This design comes from an exercise in tuning for small area and a short achievable clock period on the open sky130 flow, not from production work. Function was not checked in any run shown here: the RTL went through the layout flow alone.

$ cat design/flow/constraint.sdc
create_clock -name core_clock -period 25.0 [get_ports {clk}]
set_input_delay 5.0000 -clock core_clock [delete_from_list [all_inputs] [get_ports {clk}]]
set_output_delay 5.0000 -clock core_clock [all_outputs]
set_load 0.01 [all_outputs]
$ cat design/flow/flow/run.sh
#!/bin/bash
# Standard layout, with the three-input XOR cells kept out of synthesis and
# optimisation (two XOR2 are smaller than one XOR3 in this library).
set -euo pipefail
cat >> config.mk <<'EOC'
export DONT_USE_CELLS = sky130_fd_sc_hd__xor3_1 sky130_fd_sc_hd__xor3_2 sky130_fd_sc_hd__xor3_4 sky130_fd_sc_hd__xnor3_1 sky130_fd_sc_hd__xnor3_2 sky130_fd_sc_hd__xnor3_4
EOC
bash standard.sh SETUP_SLACK_MARGIN=15 finish > standard.log 2>&1
$ cat design/flow/standard.sh
#!/bin/bash
# synth_recipe.tcl (not shown) runs the flow's synth.tcl, then flattens the netlist and writes it again
# the make line also repeats each setting of config.mk as NAME=value (left out here)
make -C /OpenROAD-flow-scripts/flow DESIGN_CONFIG=/design/flow/config.mk WORK_HOME=/design/flow/orfs CLKGATE_MAP_FILE= SYNTH_SCRIPT=/design/flow/synth_recipe.tcl "${@:-finish}"
$ cat design/flow/config.mk
export PLATFORM = sky130hd
export DESIGN_NAME = chk_unit
export DESIGN_NICKNAME = chk_unit
export VERILOG_FILES = /design/flow/design.v
export SDC_FILE = /design/flow/constraint.sdc
export NUM_CORES = 4
export LEC_CHECK = 0
export CAP_MARGIN = 20
export CORE_MARGIN = 2
export CORE_UTILIZATION = 40
export SETUP_SLACK_MARGIN = 2
export SLEW_MARGIN = 20
export DONT_USE_CELLS = sky130_fd_sc_hd__xor3_1 sky130_fd_sc_hd__xor3_2 sky130_fd_sc_hd__xor3_4 sky130_fd_sc_hd__xnor3_1 sky130_fd_sc_hd__xnor3_2 sky130_fd_sc_hd__xnor3_4
$ cat design/flow/design.v
module chk_unit (
    input  wire        clk,
    input  wire        rst,           
    input  wire        wr_cfg,        
    input  wire        wr_init,       
    input  wire        wr_value,      
    input  wire [31:0] wdata,
    input  wire        s_valid,
    input  wire [63:0] s_data,        
    input  wire [2:0]  s_nbm1,        
    input  wire        s_last,        
    input  wire        s_check,       
    output wire [1:0]  code,
    output wire [31:0] value,
    output wire [31:0] result,
    output wire        residue_ok,
    output wire [15:0] fail_cnt,
    output wire [15:0] refused_cnt
);
    function [31:0] width_mask(input [1:0] c);
        case (c)
            2'd0, 2'd1: width_mask = 32'hFFFF_FFFF;
            2'd2:       width_mask = 32'h0000_FFFF;
            default:    width_mask = 32'h0000_00FF;
        endcase
    endfunction
    function [31:0] init_value(input [1:0] c);
        case (c)
            2'd0, 2'd1: init_value = 32'hFFFF_FFFF;
            2'd2:       init_value = 32'h0000_FFFF;
            default:    init_value = 32'h0000_0000;
        endcase
    endfunction
    function [31:0] final_xor(input [1:0] c);
        case (c)
            2'd0, 2'd1: final_xor = 32'hFFFF_FFFF;
            2'd2:       final_xor = 32'h0000_FFFF;
            default:    final_xor = 32'h0000_0000;
        endcase
    endfunction
    function [31:0] residue(input [1:0] c);
        case (c)
            2'd0:    residue = 32'hDEBB_20E3;
            2'd1:    residue = 32'hB798_B438;
            2'd2:    residue = 32'h0000_F0B8;
            default: residue = 32'h0000_0000;
        endcase
    endfunction
    reg [1:0]  code_q;
    reg [31:0] value_q;
    reg [15:0] fail_q;
    reg [15:0] refused_q;
    reg        chk_q;         
    wire [63:0] z    = s_data ^ {32'd0, value_q};
    wire [63:0] y    = z << {~s_nbm1, 3'b000};
    wire [23:0] y_hi = value_q[31:8] >> {s_nbm1[1:0], 3'b000};
    wire [31:0] y_tail = (s_nbm1[2] || s_nbm1 == 3'd3) ? 32'd0 : {8'd0, y_hi};
    wire t64 = y[11] ^ y[55];
    wire t65 = y[12] ^ y[13];
    wire t66 = y[9] ^ y[38];
    wire t67 = y[10] ^ y[39];
    wire t68 = y[3] ^ y[8];
    wire t69 = y[4] ^ y[32];
    wire t70 = y[15] ^ y[37];
    wire t71 = y[5] ^ y[34];
    wire t72 = y[6] ^ y[35];
    wire t73 = y[7] ^ y[36];
    wire t74 = y[47] ^ y[54];
    wire t75 = y[2] ^ y[40];
    wire t76 = y[0] ^ y[57];
    wire t77 = y[14] ^ y[43];
    wire t78 = y[16] ^ y[63];
    wire t79 = y[21] ^ y[41];
    wire t80 = y[31] ^ y[53];
    wire t81 = y[42] ^ y[58];
    wire t82 = y[18] ^ y[33];
    wire t83 = y[1] ^ y[45];
    wire t84 = y[22] ^ y[52];
    wire t85 = y[23] ^ y[30];
    wire t86 = y[24] ^ y[44];
    wire t87 = y[25] ^ y[62];
    wire t88 = y[26] ^ y[46];
    wire t89 = y[28] ^ y[50];
    wire t90 = y[20] ^ y[49];
    wire t91 = y[51] ^ y[59];
    wire t92 = y[56] ^ y[60];
    wire t93 = y[17] ^ y[29];
    wire t94 = y[19] ^ y[48];
    wire t95 = y[27] ^ t69;
    wire t96 = y[61] ^ t65;
    wire t97 = y[12] ^ t64;
    wire t98 = t66 ^ t72;
    wire t99 = t68 ^ t70;
    wire t100 = t71 ^ t75;
    wire t101 = y[14] ^ t67;
    wire t102 = t74 ^ t78;
    wire t103 = y[1] ^ y[37];
    wire t104 = y[4] ^ t73;
    wire t105 = t79 ^ t83;
    wire t106 = y[11] ^ y[50];
    wire t107 = y[16] ^ y[36];
    wire t108 = y[31] ^ y[61];
    wire t109 = y[13] ^ t86;
    wire t110 = y[38] ^ t76;
    wire t111 = y[48] ^ t93;
    wire t112 = y[52] ^ t77;
    wire t113 = t80 ^ t84;
    wire t114 = y[17] ^ y[33];
    wire t115 = y[22] ^ y[39];
    wire t116 = y[23] ^ y[29];
    wire t117 = y[34] ^ y[59];
    wire t118 = y[35] ^ y[49];
    wire t119 = y[7] ^ t85;
    wire t120 = y[21] ^ t81;
    wire t121 = y[45] ^ t87;
    wire t122 = y[56] ^ t82;
    wire t123 = t65 ^ t92;
    wire t124 = y[62] ^ t96;
    wire t125 = y[3] ^ y[18];
    wire t126 = y[10] ^ y[57];
    wire t127 = y[25] ^ y[32];
    wire t128 = y[27] ^ y[58];
    wire t129 = y[41] ^ y[44];
    wire t130 = y[2] ^ t76;
    wire t131 = y[5] ^ t88;
    wire t132 = y[15] ^ t75;
    wire t133 = y[30] ^ t91;
    wire t134 = y[42] ^ t72;
    wire t135 = y[43] ^ t84;
    wire t136 = t64 ^ t68;
    wire t137 = t67 ^ t89;
    wire t138 = t73 ^ t90;
    wire t139 = y[8] ^ t97;
    wire t140 = t66 ^ t95;
    wire t141 = y[19] ^ y[26];
    wire t142 = y[20] ^ y[40];
    wire t143 = y[34] ^ y[54];
    wire t144 = y[0] ^ t74;
    wire t145 = y[28] ^ t70;
    wire t146 = y[32] ^ t107;
    wire t147 = y[51] ^ t81;
    wire t148 = t64 ^ t80;
    wire t149 = t71 ^ t82;
    wire t150 = y[5] ^ y[60];
    wire t151 = y[9] ^ y[53];
    wire t152 = y[17] ^ y[35];
    wire t153 = y[18] ^ y[63];
    wire t154 = y[22] ^ y[46];
    wire t155 = y[24] ^ y[54];
    wire t156 = y[40] ^ y[42];
    wire t157 = y[41] ^ y[49];
    wire t158 = y[6] ^ t78;
    wire t159 = y[15] ^ t94;
    wire t160 = y[38] ^ t77;
    wire t161 = y[46] ^ t79;
    wire t162 = y[47] ^ t78;
    wire t163 = t91 ^ t114;
    wire t164 = t90 ^ t100;
    wire t165 = y[0] ^ y[31];
    wire t166 = y[1] ^ y[3];
    wire t167 = y[6] ^ y[8];
    wire t168 = y[7] ^ y[24];
    wire t169 = y[10] ^ y[30];
    wire t170 = y[11] ^ y[12];
    wire t171 = y[11] ^ y[36];
    wire t172 = y[14] ^ y[55];
    wire t173 = y[19] ^ y[56];
    wire t174 = y[24] ^ y[33];
    wire t175 = y[27] ^ y[29];
    wire t176 = y[28] ^ y[47];
    wire t177 = y[32] ^ y[53];
    wire t178 = y[39] ^ y[55];
    wire t179 = y[60] ^ y[61];
    wire t180 = y[2] ^ t88;
    wire t181 = y[13] ^ t67;
    wire t182 = y[26] ^ t86;
    wire t183 = y[27] ^ t66;
    wire t184 = y[51] ^ t127;
    wire t185 = y[58] ^ t94;
    wire t186 = t68 ^ t103;
    wire t187 = t71 ^ t89;
    wire t188 = t81 ^ t92;
    wire t189 = t85 ^ t93;
    wire t190 = y[52] ^ t101;
    wire t191 = t77 ^ t104;
    wire t192 = t88 ^ t148;
    wire t193 = t91 ^ t102;
    wire t194 = t98 ^ t99;
    wire t195 = t109 ^ t118;
    wire t196 = t121 ^ t128;
    wire t197 = y[1] ^ y[23];
    wire t198 = y[4] ^ y[34];
    wire t199 = y[6] ^ y[57];
    wire t200 = y[8] ^ y[62];
    wire t201 = y[16] ^ y[61];
    wire t202 = y[20] ^ y[41];
    wire t203 = y[25] ^ y[41];
    wire t204 = y[40] ^ y[54];
    wire t205 = y[43] ^ y[59];
    wire t206 = y[48] ^ y[54];
    wire t207 = y[0] ^ t83;
    wire t208 = y[1] ^ t82;
    wire t209 = y[6] ^ t83;
    wire t210 = y[7] ^ t108;
    wire t211 = y[9] ^ t69;
    wire t212 = y[15] ^ t106;
    wire t213 = y[16] ^ t68;
    wire t214 = y[19] ^ t84;
    wire t215 = y[19] ^ t115;
    wire t216 = y[30] ^ t157;
    wire t217 = y[36] ^ t88;
    wire t218 = y[37] ^ t177;
    wire t219 = y[55] ^ t126;
    wire t220 = y[56] ^ t94;
    wire t221 = y[57] ^ t87;
    wire t222 = y[62] ^ t169;
    wire t223 = y[63] ^ t79;
    wire t224 = t81 ^ t89;
    wire t225 = t87 ^ t116;
    wire t226 = t125 ^ t142;
    wire t227 = y[11] ^ t119;
    wire t228 = y[13] ^ t147;
    wire t229 = y[18] ^ t99;
    wire t230 = y[31] ^ t163;
    wire t231 = y[44] ^ t112;
    wire t232 = y[47] ^ t136;
    wire t233 = y[53] ^ t105;
    wire t234 = y[60] ^ t132;
    wire t235 = y[63] ^ t95;
    wire t236 = t67 ^ t104;
    wire t237 = t69 ^ t110;
    wire t238 = t71 ^ t134;
    wire t239 = t74 ^ t133;
    wire t240 = t77 ^ t130;
    wire t241 = t95 ^ t98;
    wire t242 = t101 ^ t116;
    wire t243 = t110 ^ t161;
    wire t244 = t113 ^ t131;
    wire t245 = t117 ^ t135;
    wire t246 = t122 ^ t145;
    wire t247 = t158 ^ t159;
    wire t248 = t74 ^ t139;
    wire t249 = t85 ^ t140;
    wire t250 = y[3] ^ y[46];
    wire t251 = y[7] ^ y[12];
    wire t252 = y[8] ^ y[25];
    wire t253 = y[9] ^ y[46];
    wire t254 = y[10] ^ y[33];
    wire t255 = y[14] ^ y[39];
    wire t256 = y[17] ^ y[58];
    wire t257 = y[18] ^ y[29];
    wire t258 = y[24] ^ y[26];
    wire t259 = y[26] ^ y[40];
    wire t260 = y[28] ^ y[52];
    wire t261 = y[30] ^ y[51];
    wire t262 = y[33] ^ y[49];
    wire t263 = y[34] ^ y[62];
    wire t264 = y[35] ^ y[39];
    wire t265 = y[35] ^ y[42];
    wire t266 = y[38] ^ y[59];
    wire t267 = y[42] ^ y[51];
    wire t268 = y[44] ^ y[47];
    wire t269 = y[44] ^ y[61];
    wire t270 = y[52] ^ y[55];
    wire t271 = y[57] ^ y[59];
    wire t272 = y[0] ^ t80;
    wire t273 = y[4] ^ t92;
    wire t274 = y[5] ^ t70;
    wire t275 = y[14] ^ t90;
    wire t276 = y[16] ^ t81;
    wire t277 = y[20] ^ t129;
    wire t278 = y[20] ^ t165;
    wire t279 = y[21] ^ t156;
    wire t280 = y[22] ^ t151;
    wire t281 = y[23] ^ t67;
    wire t282 = y[23] ^ t93;
    wire t283 = y[29] ^ t66;
    wire t284 = y[30] ^ t143;
    wire t285 = y[31] ^ t66;
    wire t286 = y[32] ^ t80;
    wire t287 = y[33] ^ t141;
    wire t288 = y[36] ^ t90;
    wire t289 = y[37] ^ t76;
    wire t290 = y[38] ^ t64;
    wire t291 = y[41] ^ t167;
    wire t292 = y[43] ^ t94;
    wire t293 = y[44] ^ t171;
    wire t294 = y[45] ^ t73;
    wire t295 = y[45] ^ t179;
    wire t296 = y[48] ^ t198;
    wire t297 = y[50] ^ t85;
    wire t298 = y[50] ^ t152;
    wire t299 = y[50] ^ t172;
    wire t300 = y[59] ^ t94;
    wire t301 = y[60] ^ t78;
    wire t302 = t64 ^ t91;
    wire t303 = t64 ^ t107;
    wire t304 = t65 ^ t72;
    wire t305 = t65 ^ t89;
    wire t306 = t65 ^ t174;
    wire t307 = t65 ^ t200;
    wire t308 = t69 ^ t75;
    wire t309 = t70 ^ t178;
    wire t310 = t72 ^ t103;
    wire t311 = t73 ^ t89;
    wire t312 = t73 ^ t92;
    wire t313 = t76 ^ t83;
    wire t314 = t76 ^ t93;
    wire t315 = t82 ^ t92;
    wire t316 = t85 ^ t178;
    wire t317 = t87 ^ t108;
    wire t318 = t103 ^ t168;
    wire t319 = t103 ^ t202;
    wire t320 = t106 ^ t154;
    wire t321 = t117 ^ t125;
    wire t322 = y[0] ^ t98;
    wire t323 = y[4] ^ t120;
    wire t324 = y[5] ^ t212;
    wire t325 = y[10] ^ t121;
    wire t326 = y[16] ^ t113;
    wire t327 = y[18] ^ t138;
    wire t328 = y[21] ^ t186;
    wire t329 = y[26] ^ t111;
    wire t330 = y[27] ^ t180;
    wire t331 = y[35] ^ t102;
    wire t332 = y[38] ^ t132;
    wire t333 = y[42] ^ t113;
    wire t334 = y[48] ^ t100;
    wire t335 = y[49] ^ t131;
    wire t336 = y[51] ^ t149;
    wire t337 = y[53] ^ t188;
    wire t338 = y[55] ^ t96;
    wire t339 = y[58] ^ t105;
    wire t340 = y[63] ^ t123;
    wire t341 = t79 ^ t96;
    wire t342 = t79 ^ t97;
    wire t343 = t80 ^ t183;
    wire t344 = t83 ^ t119;
    wire t345 = t86 ^ t208;
    wire t346 = t89 ^ t162;
    wire t347 = t96 ^ t151;
    wire t348 = t97 ^ t203;
    wire t349 = t100 ^ t137;
    wire t350 = t102 ^ t111;
    wire t351 = t102 ^ t184;
    wire t352 = t104 ^ t105;
    wire t353 = t105 ^ t138;
    wire t354 = t108 ^ t121;
    wire t355 = t110 ^ t257;
    wire t356 = t111 ^ t153;
    wire t357 = t112 ^ t122;
    wire t358 = t112 ^ t123;
    wire t359 = t120 ^ t266;
    wire t360 = t123 ^ t146;
    wire t361 = t129 ^ t159;
    wire t362 = t133 ^ t155;
    wire t363 = t135 ^ t149;
    wire t364 = t144 ^ t160;
    wire t365 = t175 ^ t293;
    wire t366 = t185 ^ t225;
    wire t367 = t222 ^ t270;
    wire t368 = y[17] ^ t237;
    wire t369 = t70 ^ t164;
    wire t370 = t80 ^ t195;
    wire t371 = t87 ^ t192;
    wire t372 = t88 ^ t124;
    wire t373 = t90 ^ t124;
    wire t374 = t120 ^ t193;
    wire t375 = t124 ^ t130;
    wire t376 = t128 ^ t243;
    wire t377 = t139 ^ t182;
    wire t378 = t139 ^ t231;
    wire t379 = t140 ^ t152;
    wire t380 = t146 ^ t196;
    wire t381 = t166 ^ t190;
    wire t382 = t191 ^ t228;
    wire t383 = t194 ^ t308;
    wire t384 = t230 ^ t318;
    wire t385 = t236 ^ t279;
    wire t386 = t240 ^ t323;
    wire t387 = t297 ^ t352;
    wire t388 = t86 ^ t249;
    wire t389 = t173 ^ t248;
    wire t390 = t114 ^ t142;
    wire t391 = t185 ^ t284;
    wire t392 = t303 ^ t390;
    wire t393 = t241 ^ t391;
    wire t394 = t392 ^ t381;
    wire t395 = t393 ^ t394;
    wire t396 = y[59] ^ t152;
    wire t397 = t272 ^ t396;
    wire t398 = t164 ^ t236;
    wire t399 = t246 ^ t342;
    wire t400 = t397 ^ t398;
    wire t401 = t399 ^ t400;
    wire t402 = y[19] ^ y[22];
    wire t403 = t79 ^ t106;
    wire t404 = t204 ^ t402;
    wire t405 = t186 ^ t403;
    wire t406 = t404 ^ t238;
    wire t407 = t355 ^ t360;
    wire t408 = t405 ^ t406;
    wire t409 = t407 ^ t408;
    wire t410 = t85 ^ t114;
    wire t411 = t98 ^ t130;
    wire t412 = t147 ^ t215;
    wire t413 = t319 ^ t410;
    wire t414 = t191 ^ t338;
    wire t415 = t411 ^ t412;
    wire t416 = t413 ^ t414;
    wire t417 = t415 ^ t416;
    wire t418 = y[56] ^ y[62];
    wire t419 = t67 ^ t73;
    wire t420 = t197 ^ t418;
    wire t421 = t100 ^ t109;
    wire t422 = t112 ^ t278;
    wire t423 = t419 ^ t420;
    wire t424 = t229 ^ t359;
    wire t425 = t421 ^ t422;
    wire t426 = t423 ^ t424;
    wire t427 = t425 ^ t426;
    wire t428 = y[11] ^ y[25];
    wire t429 = t77 ^ t86;
    wire t430 = t271 ^ t428;
    wire t431 = t215 ^ t301;
    wire t432 = t429 ^ t430;
    wire t433 = t233 ^ t431;
    wire t434 = t432 ^ t383;
    wire t435 = t433 ^ t434;
    wire t436 = y[14] ^ t84;
    wire t437 = t127 ^ t179;
    wire t438 = t97 ^ t436;
    wire t439 = t437 ^ t238;
    wire t440 = t330 ^ t344;
    wire t441 = t361 ^ t438;
    wire t442 = t439 ^ t440;
    wire t443 = t441 ^ t442;
    wire t444 = y[15] ^ y[23];
    wire t445 = y[43] ^ y[45];
    wire t446 = y[56] ^ t174;
    wire t447 = t176 ^ t444;
    wire t448 = t445 ^ t134;
    wire t449 = t138 ^ t213;
    wire t450 = t272 ^ t446;
    wire t451 = t447 ^ t124;
    wire t452 = t330 ^ t448;
    wire t453 = t449 ^ t450;
    wire t454 = t451 ^ t452;
    wire t455 = t453 ^ t454;
    wire t456 = y[34] ^ t77;
    wire t457 = t253 ^ t95;
    wire t458 = t109 ^ t221;
    wire t459 = t311 ^ t456;
    wire t460 = t328 ^ t350;
    wire t461 = t457 ^ t458;
    wire t462 = t459 ^ t460;
    wire t463 = t461 ^ t462;
    wire t464 = y[28] ^ y[39];
    wire t465 = t84 ^ t141;
    wire t466 = t464 ^ t209;
    wire t467 = t465 ^ t164;
    wire t468 = t229 ^ t351;
    wire t469 = t365 ^ t466;
    wire t470 = t467 ^ t468;
    wire t471 = t469 ^ t470;
    wire t472 = t143 ^ t170;
    wire t473 = t180 ^ t218;
    wire t474 = t311 ^ t472;
    wire t475 = t242 ^ t339;
    wire t476 = t473 ^ t474;
    wire t477 = t475 ^ t476;
    wire t478 = t75 ^ t154;
    wire t479 = t175 ^ t265;
    wire t480 = t99 ^ t290;
    wire t481 = t306 ^ t478;
    wire t482 = t479 ^ t239;
    wire t483 = t480 ^ t481;
    wire t484 = t482 ^ t483;
    wire t485 = y[3] ^ t107;
    wire t486 = t176 ^ t203;
    wire t487 = t285 ^ t296;
    wire t488 = t316 ^ t485;
    wire t489 = t486 ^ t358;
    wire t490 = t487 ^ t488;
    wire t491 = t489 ^ t490;
    wire t492 = y[56] ^ y[57];
    wire t493 = y[61] ^ t69;
    wire t494 = t156 ^ t492;
    wire t495 = t101 ^ t274;
    wire t496 = t493 ^ t494;
    wire t497 = t329 ^ t495;
    wire t498 = t496 ^ t370;
    wire t499 = t497 ^ t498;
    wire t500 = t82 ^ t199;
    wire t501 = t204 ^ t160;
    wire t502 = t216 ^ t500;
    wire t503 = t324 ^ t501;
    wire t504 = t502 ^ t380;
    wire t505 = t503 ^ t504;
    wire t506 = y[19] ^ y[34];
    wire t507 = t88 ^ t129;
    wire t508 = t251 ^ t506;
    wire t509 = t158 ^ t224;
    wire t510 = t309 ^ t507;
    wire t511 = t508 ^ t230;
    wire t512 = t509 ^ t510;
    wire t513 = t511 ^ t512;
    wire t514 = y[9] ^ y[29];
    wire t515 = t82 ^ t94;
    wire t516 = t514 ^ t136;
    wire t517 = t181 ^ t188;
    wire t518 = t209 ^ t515;
    wire t519 = t191 ^ t239;
    wire t520 = t516 ^ t517;
    wire t521 = t518 ^ t519;
    wire t522 = t520 ^ t521;
    wire t523 = t76 ^ t169;
    wire t524 = t253 ^ t210;
    wire t525 = t273 ^ t300;
    wire t526 = t523 ^ t524;
    wire t527 = t525 ^ t369;
    wire t528 = t378 ^ t526;
    wire t529 = t527 ^ t528;
    wire t530 = t92 ^ t126;
    wire t531 = t268 ^ t98;
    wire t532 = t213 ^ t286;
    wire t533 = t530 ^ t324;
    wire t534 = t339 ^ t531;
    wire t535 = t532 ^ t373;
    wire t536 = t533 ^ t534;
    wire t537 = t535 ^ t536;
    wire t538 = t206 ^ t101;
    wire t539 = t120 ^ t158;
    wire t540 = t163 ^ t211;
    wire t541 = t294 ^ t320;
    wire t542 = t538 ^ t539;
    wire t543 = t540 ^ t541;
    wire t544 = t375 ^ t542;
    wire t545 = t543 ^ t544;
    wire t546 = y[46] ^ t70;
    wire t547 = t85 ^ t115;
    wire t548 = t150 ^ t292;
    wire t549 = t307 ^ t546;
    wire t550 = t547 ^ t193;
    wire t551 = t241 ^ t327;
    wire t552 = t548 ^ t549;
    wire t553 = t550 ^ t551;
    wire t554 = t552 ^ t553;
    wire t555 = y[58] ^ y[60];
    wire t556 = t108 ^ t555;
    wire t557 = t144 ^ t187;
    wire t558 = t556 ^ t195;
    wire t559 = t227 ^ t235;
    wire t560 = t328 ^ t557;
    wire t561 = t558 ^ t559;
    wire t562 = t560 ^ t561;
    wire t563 = y[20] ^ t93;
    wire t564 = t108 ^ t170;
    wire t565 = t213 ^ t214;
    wire t566 = t563 ^ t564;
    wire t567 = t196 ^ t349;
    wire t568 = t362 ^ t565;
    wire t569 = t566 ^ t567;
    wire t570 = t568 ^ t569;
    wire t571 = y[0] ^ y[60];
    wire t572 = t91 ^ t260;
    wire t573 = t571 ^ t189;
    wire t574 = t211 ^ t223;
    wire t575 = t226 ^ t304;
    wire t576 = t572 ^ t573;
    wire t577 = t574 ^ t575;
    wire t578 = t371 ^ t576;
    wire t579 = t577 ^ t578;
    wire t580 = t71 ^ t115;
    wire t581 = t168 ^ t98;
    wire t582 = t148 ^ t162;
    wire t583 = t188 ^ t226;
    wire t584 = t580 ^ t329;
    wire t585 = t341 ^ t581;
    wire t586 = t582 ^ t583;
    wire t587 = t584 ^ t585;
    wire t588 = t586 ^ t587;
    wire t589 = y[7] ^ t66;
    wire t590 = t90 ^ t197;
    wire t591 = t122 ^ t136;
    wire t592 = t221 ^ t276;
    wire t593 = t589 ^ t590;
    wire t594 = t245 ^ t341;
    wire t595 = t591 ^ t592;
    wire t596 = t593 ^ t594;
    wire t597 = t595 ^ t596;
    wire t598 = t86 ^ t117;
    wire t599 = t141 ^ t200;
    wire t600 = t280 ^ t281;
    wire t601 = t298 ^ t598;
    wire t602 = t599 ^ t340;
    wire t603 = t600 ^ t601;
    wire t604 = t386 ^ t602;
    wire t605 = t603 ^ t604;
    wire t606 = y[25] ^ t91;
    wire t607 = t109 ^ t295;
    wire t608 = t316 ^ t606;
    wire t609 = t247 ^ t363;
    wire t610 = t607 ^ t608;
    wire t611 = t368 ^ t609;
    wire t612 = t610 ^ t611;
    wire t613 = y[61] ^ t125;
    wire t614 = t206 ^ t148;
    wire t615 = t312 ^ t613;
    wire t616 = t325 ^ t335;
    wire t617 = t614 ^ t615;
    wire t618 = t616 ^ t617;
    wire t619 = t388 ^ t618;
    wire t620 = y[37] ^ t174;
    wire t621 = t199 ^ t137;
    wire t622 = t620 ^ t235;
    wire t623 = t335 ^ t354;
    wire t624 = t621 ^ t622;
    wire t625 = t623 ^ t389;
    wire t626 = t624 ^ t625;
    wire t627 = t87 ^ t173;
    wire t628 = t261 ^ t104;
    wire t629 = t131 ^ t305;
    wire t630 = t314 ^ t627;
    wire t631 = t331 ^ t628;
    wire t632 = t629 ^ t630;
    wire t633 = t381 ^ t631;
    wire t634 = t632 ^ t633;
    wire t635 = t141 ^ t99;
    wire t636 = t130 ^ t181;
    wire t637 = t283 ^ t286;
    wire t638 = t331 ^ t336;
    wire t639 = t635 ^ t636;
    wire t640 = t637 ^ t638;
    wire t641 = t639 ^ t640;
    wire t642 = y[2] ^ y[37];
    wire t643 = t92 ^ t93;
    wire t644 = t176 ^ t642;
    wire t645 = t181 ^ t300;
    wire t646 = t303 ^ t643;
    wire t647 = t644 ^ t363;
    wire t648 = t645 ^ t646;
    wire t649 = t376 ^ t647;
    wire t650 = t648 ^ t649;
    wire t651 = y[40] ^ t94;
    wire t652 = t115 ^ t170;
    wire t653 = t176 ^ t269;
    wire t654 = t110 ^ t189;
    wire t655 = t275 ^ t310;
    wire t656 = t321 ^ t651;
    wire t657 = t652 ^ t653;
    wire t658 = t337 ^ t654;
    wire t659 = t655 ^ t656;
    wire t660 = t657 ^ t658;
    wire t661 = t659 ^ t660;
    wire t662 = y[31] ^ t155;
    wire t663 = t205 ^ t264;
    wire t664 = t185 ^ t662;
    wire t665 = t663 ^ t234;
    wire t666 = t355 ^ t664;
    wire t667 = t373 ^ t387;
    wire t668 = t665 ^ t666;
    wire t669 = t667 ^ t668;
    wire t670 = y[32] ^ t75;
    wire t671 = t78 ^ t81;
    wire t672 = t150 ^ t109;
    wire t673 = t133 ^ t161;
    wire t674 = t186 ^ t215;
    wire t675 = t288 ^ t299;
    wire t676 = t317 ^ t670;
    wire t677 = t671 ^ t672;
    wire t678 = t673 ^ t674;
    wire t679 = t675 ^ t676;
    wire t680 = t677 ^ t678;
    wire t681 = t679 ^ t680;
    wire t682 = y[9] ^ y[57];
    wire t683 = t64 ^ t682;
    wire t684 = t95 ^ t187;
    wire t685 = t217 ^ t226;
    wire t686 = t683 ^ t228;
    wire t687 = t242 ^ t247;
    wire t688 = t354 ^ t684;
    wire t689 = t685 ^ t686;
    wire t690 = t687 ^ t688;
    wire t691 = t689 ^ t690;
    wire t692 = y[48] ^ t115;
    wire t693 = t153 ^ t172;
    wire t694 = t258 ^ t261;
    wire t695 = t263 ^ t138;
    wire t696 = t304 ^ t692;
    wire t697 = t693 ^ t694;
    wire t698 = t234 ^ t237;
    wire t699 = t695 ^ t696;
    wire t700 = t697 ^ t698;
    wire t701 = t699 ^ t700;
    wire t702 = y[25] ^ t89;
    wire t703 = t117 ^ t118;
    wire t704 = t126 ^ t154;
    wire t705 = t197 ^ t160;
    wire t706 = t210 ^ t702;
    wire t707 = t703 ^ t704;
    wire t708 = t232 ^ t234;
    wire t709 = t356 ^ t705;
    wire t710 = t706 ^ t707;
    wire t711 = t708 ^ t709;
    wire t712 = t710 ^ t711;
    wire t713 = y[21] ^ t118;
    wire t714 = t99 ^ t135;
    wire t715 = t163 ^ t187;
    wire t716 = t219 ^ t713;
    wire t717 = t714 ^ t715;
    wire t718 = t716 ^ t372;
    wire t719 = t717 ^ t388;
    wire t720 = t718 ^ t719;
    wire t721 = t171 ^ t109;
    wire t722 = t113 ^ t273;
    wire t723 = t196 ^ t242;
    wire t724 = t322 ^ t336;
    wire t725 = t346 ^ t721;
    wire t726 = t722 ^ t723;
    wire t727 = t724 ^ t725;
    wire t728 = t726 ^ t727;
    wire t729 = y[22] ^ t72;
    wire t730 = t128 ^ t258;
    wire t731 = t119 ^ t132;
    wire t732 = t160 ^ t315;
    wire t733 = t729 ^ t730;
    wire t734 = t233 ^ t338;
    wire t735 = t351 ^ t731;
    wire t736 = t732 ^ t733;
    wire t737 = t734 ^ t735;
    wire t738 = t736 ^ t737;
    wire t739 = y[10] ^ y[11];
    wire t740 = t150 ^ t739;
    wire t741 = t120 ^ t182;
    wire t742 = t210 ^ t225;
    wire t743 = t740 ^ t229;
    wire t744 = t364 ^ t741;
    wire t745 = t742 ^ t743;
    wire t746 = t744 ^ t745;
    wire t747 = y[30] ^ y[61];
    wire t748 = t87 ^ t115;
    wire t749 = t205 ^ t747;
    wire t750 = t207 ^ t748;
    wire t751 = t749 ^ t140;
    wire t752 = t247 ^ t750;
    wire t753 = t377 ^ t751;
    wire t754 = t752 ^ t753;
    wire t755 = t153 ^ t259;
    wire t756 = t268 ^ t97;
    wire t757 = t285 ^ t289;
    wire t758 = t755 ^ t245;
    wire t759 = t353 ^ t366;
    wire t760 = t756 ^ t757;
    wire t761 = t758 ^ t759;
    wire t762 = t760 ^ t761;
    wire t763 = y[43] ^ y[52];
    wire t764 = t177 ^ t265;
    wire t765 = t763 ^ t149;
    wire t766 = t189 ^ t288;
    wire t767 = t313 ^ t764;
    wire t768 = t346 ^ t765;
    wire t769 = t766 ^ t767;
    wire t770 = t377 ^ t768;
    wire t771 = t769 ^ t770;
    wire t772 = t86 ^ t150;
    wire t773 = t98 ^ t137;
    wire t774 = t313 ^ t772;
    wire t775 = t239 ^ t326;
    wire t776 = t348 ^ t773;
    wire t777 = t774 ^ t775;
    wire t778 = t776 ^ t777;
    wire t779 = y[52] ^ y[54];
    wire t780 = t75 ^ t127;
    wire t781 = t779 ^ t96;
    wire t782 = t111 ^ t147;
    wire t783 = t209 ^ t281;
    wire t784 = t312 ^ t780;
    wire t785 = t192 ^ t781;
    wire t786 = t782 ^ t783;
    wire t787 = t784 ^ t785;
    wire t788 = t786 ^ t787;
    wire t789 = y[27] ^ t74;
    wire t790 = t75 ^ t168;
    wire t791 = t271 ^ t136;
    wire t792 = t216 ^ t218;
    wire t793 = t789 ^ t790;
    wire t794 = t357 ^ t791;
    wire t795 = t792 ^ t793;
    wire t796 = t372 ^ t794;
    wire t797 = t795 ^ t796;
    wire t798 = y[33] ^ t68;
    wire t799 = t74 ^ t172;
    wire t800 = t198 ^ t221;
    wire t801 = t224 ^ t798;
    wire t802 = t799 ^ t340;
    wire t803 = t343 ^ t361;
    wire t804 = t800 ^ t801;
    wire t805 = t802 ^ t803;
    wire t806 = t804 ^ t805;
    wire t807 = t70 ^ t82;
    wire t808 = t171 ^ t267;
    wire t809 = t144 ^ t180;
    wire t810 = t214 ^ t223;
    wire t811 = t275 ^ t295;
    wire t812 = t807 ^ t808;
    wire t813 = t809 ^ t810;
    wire t814 = t811 ^ t812;
    wire t815 = t379 ^ t813;
    wire t816 = t814 ^ t815;
    wire t817 = y[59] ^ t166;
    wire t818 = t202 ^ t212;
    wire t819 = t282 ^ t817;
    wire t820 = t337 ^ t818;
    wire t821 = t819 ^ t375;
    wire t822 = t820 ^ t821;
    wire t823 = y[1] ^ t125;
    wire t824 = t301 ^ t823;
    wire t825 = t124 ^ t362;
    wire t826 = t824 ^ t386;
    wire t827 = t825 ^ t826;
    wire t828 = t166 ^ t101;
    wire t829 = t162 ^ t296;
    wire t830 = t317 ^ t243;
    wire t831 = t246 ^ t365;
    wire t832 = t828 ^ t829;
    wire t833 = t830 ^ t831;
    wire t834 = t832 ^ t833;
    wire t835 = y[15] ^ t82;
    wire t836 = t118 ^ t156;
    wire t837 = t205 ^ t105;
    wire t838 = t123 ^ t217;
    wire t839 = t835 ^ t836;
    wire t840 = t235 ^ t367;
    wire t841 = t837 ^ t838;
    wire t842 = t839 ^ t840;
    wire t843 = t841 ^ t842;
    wire t844 = y[50] ^ y[55];
    wire t845 = t80 ^ t269;
    wire t846 = t844 ^ t845;
    wire t847 = t190 ^ t356;
    wire t848 = t359 ^ t846;
    wire t849 = t847 ^ t848;
    wire t850 = y[13] ^ y[45];
    wire t851 = y[51] ^ y[53];
    wire t852 = t74 ^ t262;
    wire t853 = t850 ^ t851;
    wire t854 = t100 ^ t111;
    wire t855 = t145 ^ t146;
    wire t856 = t852 ^ t853;
    wire t857 = t367 ^ t854;
    wire t858 = t855 ^ t856;
    wire t859 = t376 ^ t857;
    wire t860 = t858 ^ t859;
    wire t861 = t117 ^ t250;
    wire t862 = t255 ^ t113;
    wire t863 = t122 ^ t216;
    wire t864 = t224 ^ t290;
    wire t865 = t310 ^ t861;
    wire t866 = t350 ^ t862;
    wire t867 = t863 ^ t864;
    wire t868 = t865 ^ t866;
    wire t869 = t867 ^ t868;
    wire t870 = t118 ^ t204;
    wire t871 = t254 ^ t95;
    wire t872 = t147 ^ t161;
    wire t873 = t274 ^ t305;
    wire t874 = t870 ^ t227;
    wire t875 = t326 ^ t871;
    wire t876 = t872 ^ t873;
    wire t877 = t874 ^ t875;
    wire t878 = t876 ^ t877;
    wire t879 = t146 ^ t187;
    wire t880 = t282 ^ t291;
    wire t881 = t302 ^ t306;
    wire t882 = t333 ^ t364;
    wire t883 = t879 ^ t880;
    wire t884 = t881 ^ t882;
    wire t885 = t883 ^ t884;
    wire t886 = t143 ^ t151;
    wire t887 = t111 ^ t119;
    wire t888 = t134 ^ t184;
    wire t889 = t309 ^ t886;
    wire t890 = t345 ^ t358;
    wire t891 = t887 ^ t888;
    wire t892 = t889 ^ t890;
    wire t893 = t891 ^ t892;
    wire t894 = t141 ^ t201;
    wire t895 = t252 ^ t219;
    wire t896 = t284 ^ t294;
    wire t897 = t894 ^ t332;
    wire t898 = t357 ^ t895;
    wire t899 = t896 ^ t370;
    wire t900 = t897 ^ t898;
    wire t901 = t899 ^ t900;
    wire t902 = y[9] ^ t76;
    wire t903 = t143 ^ t173;
    wire t904 = t255 ^ t99;
    wire t905 = t277 ^ t298;
    wire t906 = t902 ^ t903;
    wire t907 = t192 ^ t904;
    wire t908 = t905 ^ t906;
    wire t909 = t380 ^ t907;
    wire t910 = t908 ^ t909;
    wire t911 = y[12] ^ t83;
    wire t912 = t142 ^ t217;
    wire t913 = t219 ^ t911;
    wire t914 = t246 ^ t912;
    wire t915 = t913 ^ t374;
    wire t916 = t379 ^ t914;
    wire t917 = t915 ^ t916;
    wire t918 = y[44] ^ t70;
    wire t919 = t167 ^ t207;
    wire t920 = t283 ^ t918;
    wire t921 = t333 ^ t360;
    wire t922 = t919 ^ t920;
    wire t923 = t921 ^ t922;
    wire t924 = y[46] ^ y[54];
    wire t925 = t66 ^ t114;
    wire t926 = t201 ^ t924;
    wire t927 = t181 ^ t218;
    wire t928 = t925 ^ t926;
    wire t929 = t240 ^ t344;
    wire t930 = t927 ^ t928;
    wire t931 = t929 ^ t930;
    wire t932 = y[31] ^ y[46];
    wire t933 = t256 ^ t263;
    wire t934 = t932 ^ t101;
    wire t935 = t136 ^ t144;
    wire t936 = t933 ^ t332;
    wire t937 = t345 ^ t934;
    wire t938 = t935 ^ t936;
    wire t939 = t937 ^ t938;
    wire t940 = t264 ^ t132;
    wire t941 = t162 ^ t207;
    wire t942 = t211 ^ t220;
    wire t943 = t321 ^ t348;
    wire t944 = t940 ^ t941;
    wire t945 = t942 ^ t943;
    wire t946 = t944 ^ t945;
    wire t947 = y[45] ^ t90;
    wire t948 = t94 ^ t129;
    wire t949 = t254 ^ t314;
    wire t950 = t947 ^ t948;
    wire t951 = t244 ^ t949;
    wire t952 = t950 ^ t383;
    wire t953 = t951 ^ t952;
    wire t954 = y[6] ^ t67;
    wire t955 = t106 ^ t250;
    wire t956 = t138 ^ t144;
    wire t957 = t149 ^ t276;
    wire t958 = t954 ^ t955;
    wire t959 = t233 ^ t956;
    wire t960 = t957 ^ t958;
    wire t961 = t249 ^ t959;
    wire t962 = t960 ^ t961;
    wire t963 = y[4] ^ y[21];
    wire t964 = t154 ^ t963;
    wire t965 = t134 ^ t292;
    wire t966 = t964 ^ t349;
    wire t967 = t965 ^ t248;
    wire t968 = t384 ^ t966;
    wire t969 = t967 ^ t968;
    wire t970 = t116 ^ t129;
    wire t971 = t123 ^ t135;
    wire t972 = t184 ^ t970;
    wire t973 = t232 ^ t322;
    wire t974 = t327 ^ t334;
    wire t975 = t971 ^ t972;
    wire t976 = t973 ^ t974;
    wire t977 = t975 ^ t976;
    wire t978 = t68 ^ t262;
    wire t979 = t134 ^ t182;
    wire t980 = t220 ^ t289;
    wire t981 = t978 ^ t190;
    wire t982 = t347 ^ t979;
    wire t983 = t980 ^ t387;
    wire t984 = t981 ^ t982;
    wire t985 = t983 ^ t984;
    wire t986 = y[8] ^ t83;
    wire t987 = t87 ^ t126;
    wire t988 = t155 ^ t320;
    wire t989 = t986 ^ t987;
    wire t990 = t343 ^ t988;
    wire t991 = t989 ^ t369;
    wire t992 = t382 ^ t990;
    wire t993 = t991 ^ t992;
    wire t994 = y[2] ^ y[23];
    wire t995 = y[58] ^ t127;
    wire t996 = t994 ^ t131;
    wire t997 = t137 ^ t995;
    wire t998 = t193 ^ t194;
    wire t999 = t231 ^ t342;
    wire t1000 = t996 ^ t997;
    wire t1001 = t998 ^ t999;
    wire t1002 = t1000 ^ t1001;
    wire t1003 = y[48] ^ t67;
    wire t1004 = t259 ^ t95;
    wire t1005 = t1003 ^ t232;
    wire t1006 = t1004 ^ t384;
    wire t1007 = t1005 ^ t1006;
    wire t1008 = t157 ^ t170;
    wire t1009 = t252 ^ t260;
    wire t1010 = t315 ^ t1008;
    wire t1011 = t1009 ^ t140;
    wire t1012 = t334 ^ t1010;
    wire t1013 = t1011 ^ t1012;
    wire t1014 = y[3] ^ y[29];
    wire t1015 = y[57] ^ t157;
    wire t1016 = t1014 ^ t137;
    wire t1017 = t287 ^ t1015;
    wire t1018 = t238 ^ t347;
    wire t1019 = t1016 ^ t1017;
    wire t1020 = t1018 ^ t1019;
    wire t1021 = t72 ^ t106;
    wire t1022 = t142 ^ t143;
    wire t1023 = t175 ^ t222;
    wire t1024 = t1021 ^ t1022;
    wire t1025 = t1023 ^ t1024;
    wire t1026 = t382 ^ t1025;
    wire t1027 = y[5] ^ y[35];
    wire t1028 = t73 ^ t165;
    wire t1029 = t1027 ^ t133;
    wire t1030 = t145 ^ t223;
    wire t1031 = t1028 ^ t1029;
    wire t1032 = t1030 ^ t378;
    wire t1033 = t1031 ^ t1032;
    wire t1034 = y[26] ^ y[45];
    wire t1035 = t165 ^ t1034;
    wire t1036 = t102 ^ t112;
    wire t1037 = t183 ^ t220;
    wire t1038 = t307 ^ t1035;
    wire t1039 = t1036 ^ t1037;
    wire t1040 = t1038 ^ t385;
    wire t1041 = t1039 ^ t1040;
    wire t1042 = y[62] ^ t86;
    wire t1043 = t156 ^ t145;
    wire t1044 = t1042 ^ t244;
    wire t1045 = t353 ^ t1043;
    wire t1046 = t368 ^ t1044;
    wire t1047 = t1045 ^ t389;
    wire t1048 = t1046 ^ t1047;
    wire t1049 = y[2] ^ t69;
    wire t1050 = t73 ^ t126;
    wire t1051 = t167 ^ t122;
    wire t1052 = t299 ^ t319;
    wire t1053 = t1049 ^ t1050;
    wire t1054 = t244 ^ t366;
    wire t1055 = t1051 ^ t1052;
    wire t1056 = t1053 ^ t1054;
    wire t1057 = t1055 ^ t1056;
    wire t1058 = y[53] ^ t199;
    wire t1059 = t99 ^ t183;
    wire t1060 = t287 ^ t1058;
    wire t1061 = t164 ^ t227;
    wire t1062 = t1059 ^ t1060;
    wire t1063 = t374 ^ t1061;
    wire t1064 = t1062 ^ t1063;
    wire t1065 = y[55] ^ y[60];
    wire t1066 = t68 ^ t79;
    wire t1067 = t206 ^ t251;
    wire t1068 = t256 ^ t1065;
    wire t1069 = t137 ^ t278;
    wire t1070 = t1066 ^ t1067;
    wire t1071 = t1068 ^ t241;
    wire t1072 = t245 ^ t1069;
    wire t1073 = t1070 ^ t1071;
    wire t1074 = t1072 ^ t1073;
    wire t1075 = y[28] ^ t116;
    wire t1076 = t150 ^ t201;
    wire t1077 = t208 ^ t280;
    wire t1078 = t302 ^ t1075;
    wire t1079 = t1076 ^ t195;
    wire t1080 = t1077 ^ t1078;
    wire t1081 = t385 ^ t1079;
    wire t1082 = t1080 ^ t1081;
    wire t1083 = y[12] ^ y[36];
    wire t1084 = y[37] ^ t77;
    wire t1085 = t106 ^ t155;
    wire t1086 = t179 ^ t1083;
    wire t1087 = t100 ^ t189;
    wire t1088 = t214 ^ t291;
    wire t1089 = t1084 ^ t1085;
    wire t1090 = t1086 ^ t325;
    wire t1091 = t1087 ^ t1088;
    wire t1092 = t1089 ^ t1090;
    wire t1093 = t1091 ^ t1092;
    wire t1094 = t153 ^ t267;
    wire t1095 = t96 ^ t119;
    wire t1096 = t277 ^ t1094;
    wire t1097 = t194 ^ t1095;
    wire t1098 = t1096 ^ t371;
    wire t1099 = t1097 ^ t1098;
    wire [31:0] w0 = {t641, t634, t626, t619, t612, t605, t597, t588, t579, t570, t562, t554, t545, t537, t529, t522, t513, t505, t499, t491, t484, t477, t471, t463, t455, t443, t435, t427, t417, t409, t401, t395};
    wire [31:0] w1 = {t917, t910, t901, t893, t885, t878, t869, t860, t849, t843, t834, t827, t822, t816, t806, t797, t788, t778, t771, t762, t754, t746, t738, t728, t720, t712, t701, t691, t681, t669, t661, t650};
    wire [15:0] w2 = {t1033, t1026, t1020, t1013, t1007, t1002, t993, t985, t977, t969, t962, t953, t946, t939, t931, t923};
    wire [7:0] w3 = {t1099, t1093, t1082, t1074, t1064, t1057, t1048, t1041};
    reg [31:0] crc;
    always @* begin
        case (code_q)
            2'd0:    crc = w0;
            2'd1:    crc = w1;
            2'd2:    crc = {16'd0, w2};
            default: crc = {24'd0, w3};
        endcase
    end
    wire [31:0] beat_value = crc ^ y_tail;
    reg [1:0]  ctl_code;
    reg [31:0] ctl_value;
    always @* begin
        ctl_code  = code_q;
        ctl_value = value_q;
        if (wr_cfg) begin
            ctl_code  = wdata[1:0];
            ctl_value = value_q & width_mask(wdata[1:0]);
        end
        if (wr_init)
            ctl_value = init_value(ctl_code);
        if (wr_value)
            ctl_value = wdata & width_mask(ctl_code);
    end
    wire [1:0]  n_writes = {1'b0, wr_cfg} + {1'b0, wr_init} + {1'b0, wr_value};
    wire [16:0] ref_sum  = {1'b0, refused_q} + {15'd0, n_writes};
    wire        rok_hi   = code_q[1] |
                           (value_q[31:16] == (code_q[0] ? 16'hB798 : 16'hDEBB));
    wire [31:0] res      = residue(code_q);
    wire        rok_mid  = (code_q == 2'd3) | (value_q[15:8] == res[15:8]);
    wire        rok      = rok_hi & rok_mid & (value_q[7:0] == res[7:0]);
    wire [15:0] fail_now = (chk_q && !rok && fail_q != 16'hFFFF) ? fail_q + 16'd1 : fail_q;
    always @(posedge clk) begin
        if (rst) begin
            code_q    <= 2'd1;
            value_q   <= 32'd0;
            fail_q    <= 16'd0;
            refused_q <= 16'd0;
            chk_q     <= 1'b0;
        end else begin
            fail_q <= fail_now;
            chk_q  <= s_valid & s_last & s_check;
            if (s_valid) begin
                value_q   <= beat_value;
                refused_q <= ref_sum[16] ? 16'hFFFF : ref_sum[15:0];
            end else begin
                code_q  <= ctl_code;
                value_q <= ctl_value;
            end
        end
    end
    assign code        = code_q;
    assign value       = value_q;
    assign result      = {~(value_q[31:16] | {16{code_q[1]}}),
                          ~(value_q[15:8] | {8{code_q == 2'd3}}),
                          value_q[7:0] ^ {8{code_q != 2'd3}}};
    assign residue_ok  = rok;
    assign fail_cnt    = fail_now;
    assign refused_cnt = refused_q;
endmodule
==> results of run 1 <==
-- per-stage QoR --
stage,std cells,setup slack [ps]
2_1_floorplan,2344,16470
3_3_place_gp,3074,14070
6_report,3092,14810
4_1_cts,3091,15000
3_5_place_dp,3075,14080
5_1_grt,3091,14830
-- cells in the mapped netlist (12+ instances only) --
library cell,count,area [sq um]
xor2_2,15,244.0
xor2_1,254,2225
nand3_1,31,155.2
xnor2_2,20,325.3
buf_2,61,305.3
a21oi_1,110,550.5
and3_1,13,81.33
nand4_1,16,100.1
a22oi_1,18,135.1
a221oi_1,13,113.9
o21ai_0,31,155.2
nor2_1,183,686.9
nor2b_1,25,156.4
o22ai_1,45,281.5
xnor2_1,769,6735
or3_1,12,75.07
inv_1,16,60.06
buf_1,12,45.04
nand2_1,174,653.1
buf_4,13,97.59
a21o_1,12,90.09
mux4_2,22,495.5
mux2i_1,72,720.7
dfxtp_1,67,1341
nor3_1,27,135.1
clkbuf_1,46,172.7
mux2_2,16,180.2
-- worst max path at each step --
stage,slack [ps],startpoint,endpoint,cells after the start
floorplan,16470,s_nbm1[0],value_q[12],15
global placement,14070,s_nbm1[1],value_q[8],14
detailed placement,14080,s_nbm1[1],value_q[8],14
CTS,15000,s_nbm1[1],value_q[8],14
global route,14830,s_nbm1[1],value_q[8],14
finish,14810,s_data[5],value_q[8],13
-- kinds of logic (layout without fill, tap and decap cells) --
logic type	after synthesis	after routing	synth area share, %
simple gates	543	543	13.16
buf+inv	161	301	4.246
compound gates	372	372	14.68
other cells	0	1	0
flops	67	67	7.046
mux	122	122	8.557
xor+xnor	1068	1068	51.50
fa+ha+maj	11	11	0.8019
-- layer usage --
layer	routed length, um	global-route usage, %	vias to the layer above
met5	0	0	-
met4	8744	25.76	0
met3	14050	10.28	438
met2	45670	65.27	1779
met1	42090	55.88	9537
li1	-	-	8162
-- worst min-delay path: cells and delay by family, from the launching register on --
family	cells	cell delay, ps
DFF	1	340
muxes	1	60
and+or+nand+nor	2	130
-- repair_timing --
| action | 4_1_cts | 5_1_grt |
|---|---|---|
| resized for setup | 4 | 11 |
| hold buffers | 0 | 0 |
| endpoints found under the setup margin | 17 | 12 |
-- flip-flops by register name, indices dropped and copies added (netlist names) --
name,flops
value_q,32
fail_q,16
refused_q,16
code_q,2
chk_q,1
-- final cells by class --
| class | count | area, sq um |
|---|---|---|
| Antenna cell | 1 | 2.502 |
| Clock buffer | 11 | 242.7 |
| Clock inverter | 5 | 85.08 |
| Fill cell | 4633 | 24780 |
| Inverter | 18 | 70.07 |
| Multi-Input combinational cell | 2116 | 16940 |
| Sequential cell | 67 | 1341 |
| Tap cell | 607 | 759.5 |
| Timing Repair Buffer | 267 | 2529 |
==> flow_summary.yaml, run 1 <==
outcome:
  outcome: "no timing/DRC/antenna violations"
worst_setup_path:
  path_common_cell: "xnor2_1"
  critical_path_class: "input port to register"
  cp_slowest_cell: "xnor2_1"
  cp_top_family: "XOR/XNOR gates"
  cp_cell_sequence: "clkdlybuf4s50_1 -> xnor2_1 -> mux2i_1 -> xnor2_1 -> o22ai_1 -> nor2_1 -> xnor2_1 -> xor2_1 -> xnor2_1 -> xnor2_1 -> a222oi_1 -> or3_1 -> a311oi_2"
  cp_num_buf_inv: 1
  reg2reg_to: "value_q[8]"
  required_ps: 25260
  worstSetupEndpointType: "register"
  r2r-start: "value_q[5]"
  cp_max_fo: 6
  critPathMaxStageDelay_ps: 900
  cp-start-kind: "input port"
  r2r_cells: 12
  crit_arrival_ps: 10440
  r2r_slack_ps: 19380
worst_hold_path:
  hold_path_startpoint: "refused_q[12]"
  hold_path_depth: 3
  hold_path_class: "register to register"
  whs_endpoint: "refused_q[12]"
layout:
  drive_above_1_share_pct: 10.02
  layout_common_cells: "xnor2_1 (768), xor2_1 (253), clkdlybuf4s50_1 (201)"
  final_area_sq_um: 21970
  syn_to_final_growth_pct: 15.41
  layout_commonest_cell: "xnor2_1"
  fin_util_pct: 46.99
  final_nets: 2597
timing:
  period_minus_slack_ps: 10190
  tightest_slew_ps: 1213
  slew_violations: 0
  holdWs_ps: 561.3
  fin_setup_tns_ps: 0
  fmax_mhz: 98.18
  grt_setup_unrepaired: "true"
  relSlewSlack_pct: 18.27
  fin_crit_sh_pct: 40.74
  hold_viol: 0
  skew_ps: 13.46
  finalSetupViolCount: 0
yosys:
  syn-num-nets: 2462
  yosys_warnings: 1
  async_flop_share_pct: 0
  ys_ff_latch: 67
  synth_area_sq_um: 19040
  syn_inst: 2344
  synth-edff-count: 0
  yosysSeqAreaShare_pct: 7.046
  ys.flop_type: "dfxtp_1"
  synth_cell_types: 112
  syn_avg_cell_area_sq_um: 8.122
detailed_routing:
  avgRoutedWirePerCell_um: 35.76
  vias: 19916
  ant_nets: 0
  drt_first_iter_violations: 3653
  route.detailed.drc: 0
  first_pass_iters: 8
  vias_per_cell: 6.441
  wl_um: 110600
cts:
  cts_tree: "done"
  cts_setup_buffers: 0
  clkTransAtPathRegs_ps: 70
  root_buffer: "clkbuf_16"
  cts_buffers: 9
  clock_sinks: 67
  cts_buffer_depth: 2
  clk_latency_ps: 340
  cts_max_level: 3
placed_design:
  detailed_place_hpwl_um: 89780
  placed_cell_area_sq_um: 21580
  portBuffers: 205
  place_congestion: 1.168
job:
  max_cap_violations: 0
global_routing:
  grt_use_total_pct: 43.26
  grt_pass1_vias: 18488
  overflow: 0
  grt_first_pass_wirelength_um: 150200
  grt_max_degree: 74
  antenna_found_initial: 4
die:
  dieArea_sq_um: 49350
  ioPinCount: 206
  core_area_sq_um: 46750
  start_util_pct: 40.72
  core.rowCount: 79
  die_height_um: 222.2
  chipWidth_um: 222.2
==> inputs of run 2 (changes only) <==
--- a/design/flow/flow/run.sh
+++ b/design/flow/flow/run.sh
@@ -7,2 +7,2 @@
 EOC
-bash standard.sh SETUP_SLACK_MARGIN=15 finish > standard.log 2>&1
+bash standard.sh SETUP_SLACK_MARGIN=16 finish > standard.log 2>&1
==> flow_summary.yaml, run 2 <==
outcome:
  outcome: "no timing/DRC/antenna violations"
yosys:
  yosysSeqAreaShare_pct: 7.046
  yosys-top-cells-area: "xnor2_1 (35%), xor2_1 (12%), dfxtp_1 (7.0%), mux2i_1 (3.8%), nor2_1 (3.6%)"
  syn_avg_cell_area_sq_um: 8.122
  synth_cell_types: 112
  synth_area_leader_cell: "xnor2_1"
  synth-edff-count: 0
  synth_top_area_share_pct: 35.38
  yosysMostFrequentCell: "xnor2_1"
  ys_ff_latch: 67
  synth_area_sq_um: 19040
  syn-num-nets: 2462
  syn_inst: 2344
  async_flop_share_pct: 0
  synth_top_cells_by_count: "xnor2_1 (769), xor2_1 (254), nor2_1 (183), nand2_1 (174), a21oi_1 (110)"
  ys.flop_type: "dfxtp_1"
  yosys_warnings: 1
cts:
  cts_tree: "done"
  cts_buffer_depth: 2
  clock_sinks: 67
  clk_latency_ps: 340
  cts_buffers: 9
  clkTransAtPathRegs_ps: 70
  root_buffer: "clkbuf_16"
  cts_max_level: 3
timing:
  slew_violations: 0
  tightest_slew_ps: 1038
  fin_setup_tns_ps: 0
  fmax_mhz: 107.9
  skew_ps: 12.10
  hold_viol: 0
  fin_crit_sh_pct: 37.08
  relSlewSlack_pct: 30.64
  grt_setup_unrepaired: "true"
  finalSetupViolCount: 0
  period_minus_slack_ps: 9271
detailed_routing:
  ant_nets: 0
  route.detailed.drc: 0
  first_pass_iters: 7
  drt_first_iter_violations: 3564
  vias_per_cell: 6.444
  avgRoutedWirePerCell_um: 35.55
  wl_um: 113000
  vias: 20484
global_routing:
  antenna_found_initial: 2
  grt_max_degree: 74
  overflow: 0
  grt_pass1_vias: 19160
  grt_first_pass_wirelength_um: 153400
  grt_use_total_pct: 44.16
layout:
  regMostFlops: "value_q"
  reg_top3: "value_q (32), fail_q (16), refused_q (16)"
  multi_input_area_sq_um: 18420
  syn_to_final_growth_pct: 28.10
  layout_commonest_cell: "xnor2_1"
  layout_common_cells: "xnor2_1 (713), xor2_1 (219), clkdlybuf4s50_1 (200)"
  fill_cells: 4422
  final_nets: 2684
  final_area_sq_um: 24390
  largest_reg_flops: 32
  seqCellArea_sq_um: 1346
  drive_above_1_share_pct: 19.10
worst_setup_path:
  r2r_cells: 13
  cp_max_fo: 4
  worstSetupEndpointType: "register"
  crit_arrival_ps: 9530
  critical_path_class: "input port to register"
  cp-start-kind: "input port"
  required_ps: 25260
placed_design:
  portBuffers: 205
  place_congestion: 1.168
  detailed_place_hpwl_um: 89780
  placed_cell_area_sq_um: 21580
die:
  core_area_sq_um: 46750
  core.rowCount: 79
  ioPinCount: 206
  start_util_pct: 40.72
  chipWidth_um: 222.2
  die_height_um: 222.2
  dieArea_sq_um: 49350
worst_hold_path:
  hold_path_depth: 3
  hold_path_class: "register to register"
job:
  max_cap_violations: 0
[run 2: cell counts after synthesis]
No cell type changed its count.
[run 2: layout make-up]
cell class / count / share of cell area [%]
Clock inverter: 5 / 0.3489
Multi-Input combinational cell: 2116 / 75.54
Antenna cell: 1 / 0.01026
Inverter: 18 / 0.3438
Tap cell: 607 / 3.114
Sequential cell: 67 / 5.521
Clock buffer: 11 / 0.9954
Timing Repair Buffer: 354 / 14.13
[run 2: cells by family (layout without fill, tap and decap cells)]
family	after synthesis	after routing	share of synthesized area (%)
buffers and inverters	161	388	4.246
adders and majority gates	11	11	0.8019
other	0	1	0
xor gates and xnor gates	1068	1068	51.50
DFF	67	67	7.046
AOI/OAI and AO/OA	372	372	14.68
and+or+nand+nor	543	543	13.16
muxes	122	122	8.557
[run 2: path summary, 6_finish.rpt]
kind,end,startpoint,slack (ps)
max,value_q[12],s_data[2],15730
max reg2reg,value_q[12],value_q[10],20010
min,refused_q[12],refused_q[12],560
min reg2reg,refused_q[12],refused_q[12],560
[run 2: metal layers]
metal | global-route usage (%) | vias to the layer above | share of wire [%]
met4 | 29.73 | 0 | 9.1
li1 | - | 8329 | -
met2 | 66.21 | 1824 | 41
met5 | 0 | - | 0
met3 | 11.66 | 509 | 13
met1 | 55.43 | 9822 | 37
[run 2: repair_timing]
action,CTS,global route
setup buffers,64,22
hold buffers,0,0
endpoints found under the hold margin,0,0
pin swaps,20,7
cloned,0,1
resized for setup,148,103
endpoints found under the setup margin,45,39
[run 2: critical path: stages]
cell	delay, ps
clkdlybuf4s50_1	620
xor2_2	270
o22ai_1	260
nor3_2	330
buf_4	330
mux2i_4	450
xor2_1	220
xnor2_1	130
xnor2_2	310
xnor2_1	200
xnor2_1	160
a222oi_1	580
mux2_1	390
a221oi_2	250
[run 2: stage by stage]
stage | hold WS (ps) | util, % | std cells | setup WS (ps)
finish | 558.0 | 52.16 | 3179 | 15730
global route | 597.3 | 52.15 | 3178 | 15830
CTS | 556.9 | 50.23 | 3155 | 15860
detailed placement | 540.4 | 46.16 | 3075 | 14080
global placement | 532.0 | 46.12 | 3074 | 14070
floorplan | 551.6 | - | 2344 | 16470
==> inputs of run 3 (changes only) <==
==> design/flow/flow/run.sh (replaced) <==
#!/bin/bash
# Standard layout (the standard.sh) with these changes:
#  - no three-input XOR cells (two XOR2 are smaller than one XOR3 here);
#  - ports buffered with the smallest buffer instead of a delay buffer;
#  - the timing repair aims for more setup slack than the design's margin.
set -euo pipefail
cat >> config.mk <<'EOC'
export DONT_USE_CELLS = sky130_fd_sc_hd__xor3_1 sky130_fd_sc_hd__xor3_2 sky130_fd_sc_hd__xor3_4 sky130_fd_sc_hd__xnor3_1 sky130_fd_sc_hd__xnor3_2 sky130_fd_sc_hd__xnor3_4
export BUFFER_PORTS_ARGS = -buffer_cell sky130_fd_sc_hd__buf_1
EOC
bash standard.sh SETUP_SLACK_MARGIN=${MARGIN:-15} finish > standard.log 2>&1
--- a/design/flow/config.mk
+++ b/design/flow/config.mk
@@ -10,2 +10,3 @@
 export CORE_UTILIZATION = 40
+export CTS_BUF_LIST = sky130_fd_sc_hd__clkbuf_8
 export SETUP_SLACK_MARGIN = 2
@@ -13 +14,2 @@
 export DONT_USE_CELLS = sky130_fd_sc_hd__xor3_1 sky130_fd_sc_hd__xor3_2 sky130_fd_sc_hd__xor3_4 sky130_fd_sc_hd__xnor3_1 sky130_fd_sc_hd__xnor3_2 sky130_fd_sc_hd__xnor3_4
+export BUFFER_PORTS_ARGS = -buffer_cell sky130_fd_sc_hd__buf_1
==> flow_summary.yaml, run 3 <==
cts:
  root_buffer: "clkbuf_8"
  clock_sinks: 67
  clkTransAtPathRegs_ps: 100
  cts_tree: "done"
  cts_buffer_depth: 2
  cts_max_level: 3
  clk_latency_ps: 360
  cts_buffers: 9
global_routing:
  grt_first_pass_wirelength_um: 154900
  grt_pass1_vias: 18672
  antenna_found_initial: 1
  grt_max_degree: 71
  grt_use_total_pct: 45.29
  overflow: 0
timing:
  slew_violations: 0
  period_minus_slack_ps: 10080
  finalSetupViolCount: 0
  grt_setup_unrepaired: "false"
  fin_setup_tns_ps: 0
  relSlewSlack_pct: 20.40
  holdWs_ps: 580.7
  fmax_mhz: 99.24
  tightest_slew_ps: 1185
  worst_slack_ps: 14920
  hold_viol: 0
  skew_ps: 11.96
  fin_crit_sh_pct: 40.31
layout:
  drive_above_1_share_pct: 11.46
  layout_commonest_cell: "xnor2_1"
  insertedDiodeCount: 0
  largest_reg_flops: 32
  regMostFlops: "value_q"
  layout_common_cells: "xnor2_1 (765), xor2_1 (253), buf_1 (201)"
  final_nets: 2625
  reg_top3: "value_q (32), fail_q (16), refused_q (16)"
  final_area_sq_um: 20940
  syn_to_final_growth_pct: 9.990
die:
  start_util_pct: 40.72
  die_height_um: 222.2
  core_area_sq_um: 46750
  ioPinCount: 206
  dieArea_sq_um: 49350
  core.rowCount: 79
  chipWidth_um: 222.2
yosys:
  syn_avg_cell_area_sq_um: 8.122
  synth_area_sq_um: 19040
  synth_top_area_share_pct: 35.38
  async_flop_share_pct: 0
  synth_cell_types: 112
  synth-edff-count: 0
  ys_ff_latch: 67
  synth-simple-area-share_pct: 13.16
  ys.flop_type: "dfxtp_1"
  synth_top_family_by_area: "XOR/XNOR gates"
  synth_top_cells_by_count: "xnor2_1 (769), xor2_1 (254), nor2_1 (183), nand2_1 (174), a21oi_1 (110)"
  yosysSeqAreaShare_pct: 7.046
  yosysMostFrequentCell: "xnor2_1"
  syn_inst: 2344
  synth-adder-area-share_pct: 0.8018
  synth_compound_area_share_pct: 14.68
  muxShareOfSynthArea_pct: 8.557
  yosys-top-cells-area: "xnor2_1 (35%), xor2_1 (12%), dfxtp_1 (7.0%), mux2i_1 (3.8%), nor2_1 (3.6%)"
  syn-num-nets: 2462
  yosys_warnings: 1
  synthXorXnorAreaFrac_pct: 51.50
  synth_area_leader_cell: "xnor2_1"
placed_design:
  place_congestion: 1.105
  detailed_place_hpwl_um: 95100
  placed_cell_area_sq_um: 20410
  place_ws_ps: 13850
  portBuffers: 205
worst_setup_path:
  worstSetupEndpointType: "register"
  cp_max_fo: 58
  required_ps: 25290
  cp-start-kind: "input port"
  crit_arrival_ps: 10360
  critical_path_class: "input port to register"
detailed_routing:
  avgRoutedWirePerCell_um: 37.02
  ant_nets: 0
  first_pass_iters: 8
  vias: 20032
  vias_per_cell: 6.423
  route.detailed.drc: 0
  drt_first_iter_violations: 3422
  wl_um: 115500
job:
  max_cap_violations: 0
worst_hold_path:
  hold_path_class: "register to register"
outcome:
  outcome: "no timing/DRC/antenna violations"
==> run 3: cell types whose count changed in the layout (fill, tap and decap cells not counted), moves of 34 or more <==
cell	previous run	this run
xnor2_2	62	22
buf_1	0	201
buf_4	127	80
clkdlybuf4s50_1	200	0
xor2_1	219	253
xnor2_1	713	765
==> run 3: cells by family (layout without fill, tap and decap cells) <==
| group | Yosys count | in the layout |
|---|---|---|
| buffers and inverters | 161 | 329 |
| muxes | 122 | 122 |
| AOI/OAI and AO/OA | 372 | 372 |
| and+or+nand+nor | 543 | 543 |
| DFF | 67 | 67 |
| adders and majority gates | 11 | 11 |
| xor gates and xnor gates | 1068 | 1068 |
==> run 3: per-layer routing <==
metal | track usage [%] | vias to the layer above | share of wire, %
met2 | 65.20 | 1657 | 40
met1 | 58.12 | 9705 | 38
met5 | 0 | - | 0
met3 | 11.98 | 430 | 12
li1 | - | 8240 | -
met4 | 32.74 | 0 | 9.0
==> run 3: final cells by class <==
type	count	area (sq um)
Sequential cell	67	1341
Clock buffer	9	123.9
Fill cell	4806	25810
Multi-Input combinational cell	2116	17020
Clock inverter	7	77.57
Tap cell	607	759.5
Timing Repair Buffer	295	1550
Inverter	18	71.32
==> run 3: final timing paths <==
check	start	endpoint	slack (ps)	cells after the start
worst max-delay path	s_nbm1[0]	value_q[12]	14920	13
worst min-delay path	refused_q[14]	refused_q[14]	580	2
worst max register to register	value_q[17]	value_q[12]	19050	11
worst min register to register	refused_q[14]	refused_q[14]	580	2
==> run 3: metrics by stage <==
step,std cells,utilization (%)
final,3119,44.79
after global routing,3119,44.79
after CTS,3107,44.37
after detailed placement,3086,43.66
after global placement,3085,43.61
after floorplan,2344,-
==> run 3: what timing repair did <==
| action | CTS | global route |
|---|---|---|
| hold buffers | 0 | 0 |
| gates cloned | 0 | 0 |
| endpoints found under the setup margin | 27 | 13 |
| gates resized for setup | 16 | 12 |
| setup buffers | 5 | 11 |
| pin swaps | 1 | 2 |
==> run 3: worst max-delay path: stages <==
cell	delay, ps
clkbuf_4	330
buf_8	450
inv_4	300
mux4_2	540
and2_1	290
mux2i_1	950
xnor2_1	330
xnor2_1	220
xnor2_1	540
xnor2_1	180
a222oi_1	510
mux2_1	410
a221oi_2	260

what the ideal ports hide:
In the flow no input, the clock included, has a driving cell. The finished layouts below were timed again as built, in two steps.
Step 1: set_driving_cell puts a clkbuf_16 on clk and a buf_2 on each other input, an assumption about the parent block.
Step 2 also shifts input and output timing later by t, the mid clock arrival at the registers, as if the neighbouring blocks saw the same clock.
Slacks: no drivers / after step 1 / after step 2; pairs: no drivers / after step 1.
| run | shift t [ns] | slack for setup (ns) | worst setup path at the end | worst slew at a driven data input, ns | pins driven straight from the clock port |
|---|---|---|---|---|---|
| run 1 | 0.382 | 14.814 / 14.832 / 14.450 | input to register | 0.06 | 1 |
| run 2 | 0.381 | 15.729 / 15.739 / 15.359 | input to register | 0.06 | 1 |
| run 3 | 0.399 | 14.923 / 14.941 / 14.542 | input to register | 0.05 | 1 |
After both steps every run listed still meets setup and hold. The setup slack of run 3, which loses most, moves by +0.018 ns with the drivers and by -0.381 ns with both steps.
